Context: an optimization exercise on an open-source flow, tuned for small area and a short achievable clock period. The choices shown serve that exercise and are no tape-out recipe.
No run shown here included a check of the RTL's function; only the layout flow was run.

## flow/design.v (module list and top-level ports; edited modules follow where they fit)
// module rs37_decoder: 2279 lines
module rs37_decoder (
    input  wire         clk,
    input  wire         rst,
    input  wire         in_valid,
    input  wire [295:0] in_word,
    input  wire [2:0]   in_poison,
    output reg          out_valid,
    output reg  [255:0] out_data,
    output reg  [1:0]   out_result,
    output reg  [7:0]   out_sym_a,
    output reg  [7:0]   out_sym_b
);
  // ...
==> flow/run.sh <==
#!/bin/bash
# synth_recipe.tcl (not shown) runs the flow's synth.tcl, then flattens the netlist and writes it again
# the make line also repeats each setting of config.mk as NAME=value (left out here)
make -C /OpenROAD-flow-scripts/flow DESIGN_CONFIG=/design/flow/config.mk WORK_HOME=/design/flow/orfs CLKGATE_MAP_FILE= SYNTH_SCRIPT=/design/flow/synth_recipe.tcl finish
==> flow/config.mk <==
export PLATFORM = sky130hd
export DESIGN_NAME = rs37_decoder
export DESIGN_NICKNAME = rs37_decoder
export VERILOG_FILES = /design/flow/design.v
export SDC_FILE = /design/flow/constraint.sdc
export NUM_CORES = 4
export LEC_CHECK = 0
export CAP_MARGIN = 20
export CORE_MARGIN = 2
export CORE_UTILIZATION = 40
export PLACE_DENSITY = 0.6
export SLEW_MARGIN = 20
==> flow/constraint.sdc <==
create_clock -name core_clock -period 25.0 [get_ports {clk}]
set_input_delay 5.0000 -clock core_clock [delete_from_list [all_inputs] [get_ports {clk}]]
set_output_delay 5.0000 -clock core_clock [all_outputs]
set_load 0.01 [all_outputs]
==> summary.txt, run 1 <==
ClkCell Share = 5.50%
First-pass GRT wire length = 559 mm
Hold Crit Class = reg2reg
CP Depth = 23
Reg area = 24600 um^2
1st-pass router iterations = 19
Syn Nets = 8009
Synth top area share = 33.3%
Worst reg2reg startpoint = w1[87]
Uppermost routed layer = met5
EDFF count, synth = 0
Met1 WL = 167 mm
Cell taking the most area after synthesis = dfxtp_1
Most frequent CP cell = xnor3_1
Port Buffers = 576
Met2 Usage GRT = 63.1%
Worst r2r path cells = 23
Initial Util = 40.3%
Fin cells = 10784
Yosys cell types = 93
CP bufs+invs = 3
Synth Area in Compound Gates = 9.60%
Vias/cell = 5.95
Post-Syn Area = 73800 um^2
Final-report setup violation count = 0
Final Net Count = 8499
Status = finished clean
Adder-cell share of the synthesized area = 0.675%
Die Ht = 433 um
#MultiIn Comb = 5840
Crit path required time = 25.79 ns
Commonest non-fill, non-tap cell in the layout = xnor2_1
CTS Buffer Depth = 3
Non-CTS inverters = 106
Vias in the first global route = 59444
==> run 2, diff against run 1 <==
--- a/flow/design.v
+++ b/flow/design.v
@@ -2156,124 +2156,143 @@
     wire [7:0] s3 = syn[31:24];
     wire [7:0] s4 = syn[39:32];
     wire nz = syn != 40'd0;
     wire [255:0] d = w1[255:0];
     wire m = m1;
     wire [7:0] det = gf_mul(s0, s2) ^ gf_sq(s1);
     wire [7:0] n1 = gf_mul(s0, s3) ^ gf_mul(s1, s2);
     wire [7:0] n2 = gf_sq(s2) ^ gf_mul(s1, s3);
-    wire two = det != 8'd0;
-    wire [7:0] a_c = two ? det : s0;
-    wire [7:0] b_c = two ? n2 : s2;
-    wire [7:0] lsel = two ? n1 : s1;
     reg v2;
     reg [7:0] s0_r2;
     reg [7:0] s1_r2;
     reg [7:0] s2_r2;
     reg [7:0] s3_r2;
     reg [7:0] s4_r2;
     reg nz_r2;
     reg [255:0] d_r2;
     reg m_r2;
     reg [7:0] det_r2;
     reg [7:0] n1_r2;
     reg [7:0] n2_r2;
-    reg two_r2;
-    reg [7:0] a_c_r2;
-    reg [7:0] b_c_r2;
-    reg [7:0] lsel_r2;
     always @(posedge clk) begin
         if (rst)
             v2 <= 1'b0;
         else
             v2 <= v1;
         s0_r2 <= s0;
         s1_r2 <= s1;
         s2_r2 <= s2;
         s3_r2 <= s3;
         s4_r2 <= s4;
         nz_r2 <= nz;
         d_r2 <= d;
         m_r2 <= m;
         det_r2 <= det;
         n1_r2 <= n1;
         n2_r2 <= n2;
-        two_r2 <= two;
-        a_c_r2 <= a_c;
-        b_c_r2 <= b_c;
-        lsel_r2 <= lsel;
     end
-    wire kz = (gf_mul(a_c_r2, s4_r2) ^ gf_mul(n1_r2, s3_r2) ^ gf_mul(b_c_r2, s2_r2)) == 8'd0;
+    wire two = det_r2 != 8'd0;
+    wire [7:0] a_c = two ? det_r2 : s0_r2;
+    wire [7:0] b_c = two ? n2_r2 : s2_r2;
+    wire [7:0] lsel = two ? n1_r2 : s1_r2;
+    wire kz = (gf_mul(a_c, s4_r2) ^ gf_mul(n1_r2, s3_r2) ^ gf_mul(b_c, s2_r2)) == 8'd0;
     wire n1z = n1_r2 == 8'd0;
-    wire [7:0] inva = gf_inv(a_c_r2);
+    wire [7:0] inva = gf_inv(a_c);
     wire [7:0] invn = gf_inv(n1_r2);
     wire [7:0] n2d = gf_mul(n2_r2, det_r2);
     wire [7:0] s1d = gf_mul(s1_r2, det_r2);
-    wire [7:0] l1 = gf_mul(lsel_r2, inva);
+    wire [7:0] l1 = gf_mul(lsel, inva);
     wire [7:0] cq = gf_mul(n2d, gf_sq(invn));
-    wire [7:0] q = two_r2 ? gf_mul(s1d, invn) : s0_r2;
-    wire [7:0] z = two_r2 ? qsolve(cq) : 8'h01;
-    wire en1 = nz_r2 & ~m_r2 & kz & (two_r2 ? ~cq[5] : n1z);
-    wire en2 = nz_r2 & ~m_r2 & kz & two_r2 & ~cq[5];
+    wire [7:0] q = two ? gf_mul(s1d, invn) : s0_r2;
     reg v3;
     reg [7:0] s0_r3;
     reg nz_r3;
     reg [255:0] d_r3;
     reg m_r3;
     reg two_r3;
+    reg kz_r3;
+    reg n1z_r3;
     reg [7:0] l1_r3;
+    reg [7:0] cq_r3;
     reg [7:0] q_r3;
-    reg [7:0] z_r3;
-    reg en1_r3;
-    reg en2_r3;
     always @(posedge clk) begin
         if (rst)
             v3 <= 1'b0;
         else
             v3 <= v2;
         s0_r3 <= s0_r2;
         nz_r3 <= nz_r2;
         d_r3 <= d_r2;
         m_r3 <= m_r2;
-        two_r3 <= two_r2;
+        two_r3 <= two;
+        kz_r3 <= kz;
+        n1z_r3 <= n1z;
         l1_r3 <= l1;
+        cq_r3 <= cq;
         q_r3 <= q;
-        z_r3 <= z;
-        en1_r3 <= en1;
-        en2_r3 <= en2;
     end
-    wire [7:0] x1 = gf_mul(l1_r3, z_r3);
+    wire [7:0] z = two_r3 ? qsolve(cq_r3) : 8'h01;
+    wire en1 = nz_r3 & ~m_r3 & kz_r3 & (two_r3 ? ~cq_r3[5] : n1z_r3);
+    wire en2 = nz_r3 & ~m_r3 & kz_r3 & two_r3 & ~cq_r3[5];
+    wire [7:0] x1 = gf_mul(l1_r3, z);
     wire [7:0] x2 = x1 ^ l1_r3;
-    wire [7:0] y1 = q_r3 ^ gf_mul(s0_r3, z_r3 ^ 8'h01);
+    wire [7:0] y1 = q_r3 ^ gf_mul(s0_r3, z ^ 8'h01);
     wire [7:0] y2 = y1 ^ s0_r3;
+    reg v4;
+    reg nz_r4;
+    reg [255:0] d_r4;
+    reg m_r4;
+    reg two_r4;
+    reg en1_r4;
+    reg en2_r4;
+    reg [7:0] x1_r4;
+    reg [7:0] x2_r4;
+    reg [7:0] y1_r4;
+    reg [7:0] y2_r4;
+    always @(posedge clk) begin
+        if (rst)
+            v4 <= 1'b0;
+        else
+            v4 <= v3;
+        nz_r4 <= nz_r3;
+        d_r4 <= d_r3;
+        m_r4 <= m_r3;
+        two_r4 <= two_r3;
+        en1_r4 <= en1;
+        en2_r4 <= en2;
+        x1_r4 <= x1;
+        x2_r4 <= x2;
+        y1_r4 <= y1;
+        y2_r4 <= y2;
+    end
     reg [36:0] hit1, hit2;
     integer k;
     always @(*) begin
         for (k = 0; k < 37; k = k + 1) begin
-            hit1[k] = x1 == ALOC[8*k +: 8];
-            hit2[k] = x2 == ALOC[8*k +: 8];
+            hit1[k] = x1_r4 == ALOC[8*k +: 8];
+            hit2[k] = x2_r4 == ALOC[8*k +: 8];
         end
     end
-    wire ok  = (|hit1) & (en1_r3 & ~two_r3 | en2_r3 & (|hit2));
-    wire ok2 = ok & two_r3;
-    wire [5:0] i1  = loc_idx(x1);
-    wire [5:0] i2  = loc_idx(x2);
+    wire ok  = (|hit1) & (en1_r4 & ~two_r4 | en2_r4 & (|hit2));
+    wire ok2 = ok & two_r4;
+    wire [5:0] i1  = loc_idx(x1_r4);
+    wire [5:0] i2  = loc_idx(x2_r4);
     wire       swp = i2 < i1;
     wire [5:0] pa  = ok  ? ((ok2 & swp) ? i2 : i1) : 6'd63;
     wire [5:0] pb  = ok2 ? (swp ? i1 : i2) : 6'd63;
     reg [255:0] data_c;
     integer b;
     always @(*) begin
         for (b = 0; b < 256; b = b + 1)
-            data_c[b] = d_r3[b] ^ (ok & hit1[b/8] & y1[b%8]) ^ (ok2 & hit2[b/8] & y2[b%8]);
+            data_c[b] = d_r4[b] ^ (ok & hit1[b/8] & y1_r4[b%8]) ^ (ok2 & hit2[b/8] & y2_r4[b%8]);
     end
     always @(posedge clk) begin
         if (rst)
             out_valid <= 1'b0;
         else
-            out_valid <= v3;
+            out_valid <= v4;
         out_data   <= data_c;
-        out_result <= m_r3 ? 2'd3 : (!nz_r3 ? 2'd0 : (ok ? 2'd1 : 2'd2));
+        out_result <= m_r4 ? 2'd3 : (!nz_r4 ? 2'd0 : (ok ? 2'd1 : 2'd2));
         out_sym_a  <= {{2{&pa}}, pa};
         out_sym_b  <= {{2{&pb}}, pb};
     end
 endmodule
==> flow/flow/run.sh (new file) <==
#!/bin/bash
# Own flow: the standard layout (standard.sh), whose synthesis runs with a different abc
# script (see synth.tcl). Each tool's output goes to orfs/logs; make's output to flow_make.log.
set -euo pipefail
WORK=$(pwd)
export OWN_WORK=$WORK
export OWN_ABC_SCRIPT=$WORK/flow/abc.script
bash standard.sh SYNTH_SCRIPT=$WORK/flow/synth.tcl finish > $WORK/flow_make.log 2>&1
==> flow/flow/abc.script (new file) <==
strash
dch
map -a
topo
stime -c
buffer -c
upsize -c
dnsize -c
==> flow/flow/synth.tcl (new file) <==
# The standard synthesis (synth_recipe.tcl, unchanged), with one difference: abc maps the
# combinational logic with flow/abc.script (area-oriented mapping, then buffering and sizing)
# instead of ORFS's abc_speed.script. Flip-flops are mapped by dfflibmap as before.
proc abc {args} {
  set i [lsearch -exact $args -script]
  if {$i >= 0} { lset args [expr {$i + 1}] $::env(OWN_ABC_SCRIPT) }
  yosys abc {*}$args
}
source $::env(OWN_WORK)/synth_recipe.tcl
==> flow/standard.sh (new file) <==
#!/bin/bash
# synth_recipe.tcl (not shown) runs the flow's synth.tcl, then flattens the netlist and writes it again
# the make line also repeats each setting of config.mk as NAME=value (left out here)
make -C /OpenROAD-flow-scripts/flow DESIGN_CONFIG=/design/flow/config.mk WORK_HOME=/design/flow/orfs CLKGATE_MAP_FILE= SYNTH_SCRIPT=/design/flow/synth_recipe.tcl "${@:-finish}"
removed: flow/run.sh
==> summary.txt, run 2 <==
Status = finished clean
Slew margin rel. = 15.1%
Core Util, Final = 48.0%
Worst r2r path cells = 29 (+26%)
Htree depth = 4
Clk Latency, worst-skew pair = 0.86 ns
Cell taking the most area after synthesis = dfxtp_1
DIE AREA = 192000 um^2
Final Net Count = 9744 (+15%)
Ports = 577
Fin crit share = 40.9%
Nature of the critical path endpoint = flip-flop
Worst path slowest cell = dfxtp_1
Post-synthesis cell count = 8760
Most flops, register = w1
Core area = 187000 um^2
Row cnt = 159
Syn Nets = 9088 (+13%)
Initial Util = 40.2% (-0.10 points)
Reg area = 29800 um^2 (+21%)
Post-Syn Area = 75300 um^2 (+2.1%)
Die Ht = 438 um (+1.0%)
Yosys cell types = 66 (-29%)
Syn avg cell area = 8.60 um^2
CTS Buffer Depth = 3 (unchanged)
Filler cells = 17921
Crit path kind = reg2reg
Hold-critical path depth = 0
Routed len/inst = 34.4 um
Seq/Total Area, Yosys = 39.6%
Dpl hpwl = 344 mm
MaxCap Viol Count = 0
EDFF count, synth = 0 (unchanged)
First-pass GRT wire length = 544 mm (-2.8%)
Global-route usage over all layers = 42.0%
DP Cell Count = 11756
Fmax = 0.0977 GHz
WP data arrival = 10.91 ns
Post-CTS sizing = 0
Clock transition at path regs = 0.07 ns
Fin cells = 12068 (+12%)
Largest register FFs = 296
Crit. Startpoint = w1[128]
Most frequent CP cell = xor2_1
Antenna Nets Post-Route = 0
Top FF cell, synth = dfxtp_1
Total Routed Length = 416 mm
Unrepaired setup endpoints after global routing = false
1st-pass router iterations = 6 (-13)
Synth-to-layout area growth = 19.5%
Share of layout cells above drive strength 1 = 6.48%
Final-report setup violation count = 0 (unchanged)
Top cells by area, synth = dfxtp_1 (40%), xor2_1 (21%), xnor2_1 (15%), nand2_1 (7.7%), nor2_1 (4.4%)
Fraction of registers with async set/reset = 0%
Port Buffers = 576 (unchanged)
Synth top area share = 39.6% (+6.3 points)
Final hold vios = 0
Synth cell count leaders = xor2_1 (1816), nand2_1 (1545), dfxtp_1 (1490)
Vias/cell = 5.40 (-9.2%)
Hold_buf cts = 0
Yosys warning total = 1
Residual DRC = 0
Crit path required time = 25.68 ns (-0.11 ns)
Most common cell in the netlist = xor2_1
Commonest non-fill, non-tap cell in the layout = xor2_1
Initial antenna violation count = 56
GPL Wtd Cong = 1.18
Crit path max fanout = 49
Worst reg2reg startpoint = w1[128]
Vias post-DR = 65190
CTS Root Cell = clkbuf_16
Fin. max-slew vios = 0
CTS Buf Count = 153
Setup TNS = 0 ns
Most frequent cells in the layout = xor2_1 (1813), nand2_1 (1544), dfxtp_1 (1482)
Post-layout min period = 10.23 ns
Postcts setup bufs = 0
Clk_skew = 0.0415 ns
CP Launch Type = flip-flop
Critical path's largest stage delay = 0.87 ns
Multi-input gate area = 42500 um^2
Vias in the first global route = 61360 (+3.2%)
GRT overflow = 0
HP Start = d_r3[89]
Slew @ Worst Pin = 1.27 ns
Largest net degree at the start of global routing = 64
CTS tree = built
Seq cells post-synth = 1490
DRT iter0 DRCs = 9154
Die span in x = 438 um
CTS Sinks = 1490
Hold Crit Class = reg2reg
## run 2: kinds of logic (layout without fill, tap and decap cells)
kind of cell,after synthesis,after routing,share of synthesized area [%]
flops,1490,1490,39.6
fa+ha+maj,27,27,0.445
simple gates,2832,2832,15.2
buf+inv,782,1561,4.20
xor+xnor,3104,3104,36.3
other cells,0,34,0
compound gates,525,525,4.26
## run 2: worst max-delay path: cells and delay by family, from the launching register on
family	cells	cell delay, ns
flip-flops	1	0.87
buffers and inverters	6	1.72
AO/OA/AOI/OAI	3	0.52
AND/OR/NAND/NOR	7	1.65
XOR/XNOR	13	5.20
## run 2: metrics by stage
| stage | cell area (um^2) | hold slack (ns) | setup WS (ns) |
|---|---|---|---|
| finish | 90000 | 0.303 | 14.77 |
| global route | 90000 | 0.319 | 14.70 |
| CTS | 89900 | 0.300 | 15.24 |
| detailed placement | 84500 | 0.312 | 15.28 |
| global placement | 84400 | 0.310 | 14.97 |
| floorplan | 75300 | 0.310 | 19.51 |
## run 2: area by class of cell
class / count / area share [%]
diodes: 34 / 0.0945
clock buffers: 207 / 4.80
flip-flops and latches: 1490 / 33.1
clock inverters: 71 / 1.26
inverters: 556 / 2.32
multi-input cells: 6488 / 47.2
well taps: 2495 / 3.47
repair buffers: 727 / 7.67
## run 2: routing by layer
metal  track usage, %  vias to the layer above  part of all wire (%)
li1                 -                    28234                     -
met1             56.6                    31978                    42
met5                0                        -                 0.037
met4             22.5                       24                   6.1
met2             61.2                     4114                    42
met3             10.8                      840                    10
## run 2: path summary, 6_finish.rpt
kind | slack [ns] | to
min reg2reg | 0.30 | d_r4[89]
min | 0.30 | d_r4[89]
max | 14.77 | invn[0]
max reg2reg | 14.77 | invn[0]

[port drivers added, routing unchanged]
No port has a modelled driver above. Below, the same layouts with a new extraction and two added sets of constraints.
Step 1 (the two cells are an assumption about what drives the block):
set clk [get_ports {clk}]
set_driving_cell -lib_cell sky130_fd_sc_hd__clkbuf_16 $clk
set_driving_cell -lib_cell sky130_fd_sc_hd__buf_2 [delete_from_list [all_inputs] $clk]
Step 2 also shifts input and output timing later by t, the mid clock arrival at the registers, as if the neighbouring blocks saw the same clock.
Three values: ideal, step 1, step 2; two values: the first two.
run | t, ns | setup slack, ns | worst data-port slew with drivers (ns)
run 1 | 0.924 | 14.367 / 14.367 / 14.367 | 0.19
run 2 | 0.923 | 14.769 / 14.769 / 14.769 | 0.21
After both steps every run listed still meets setup and hold.
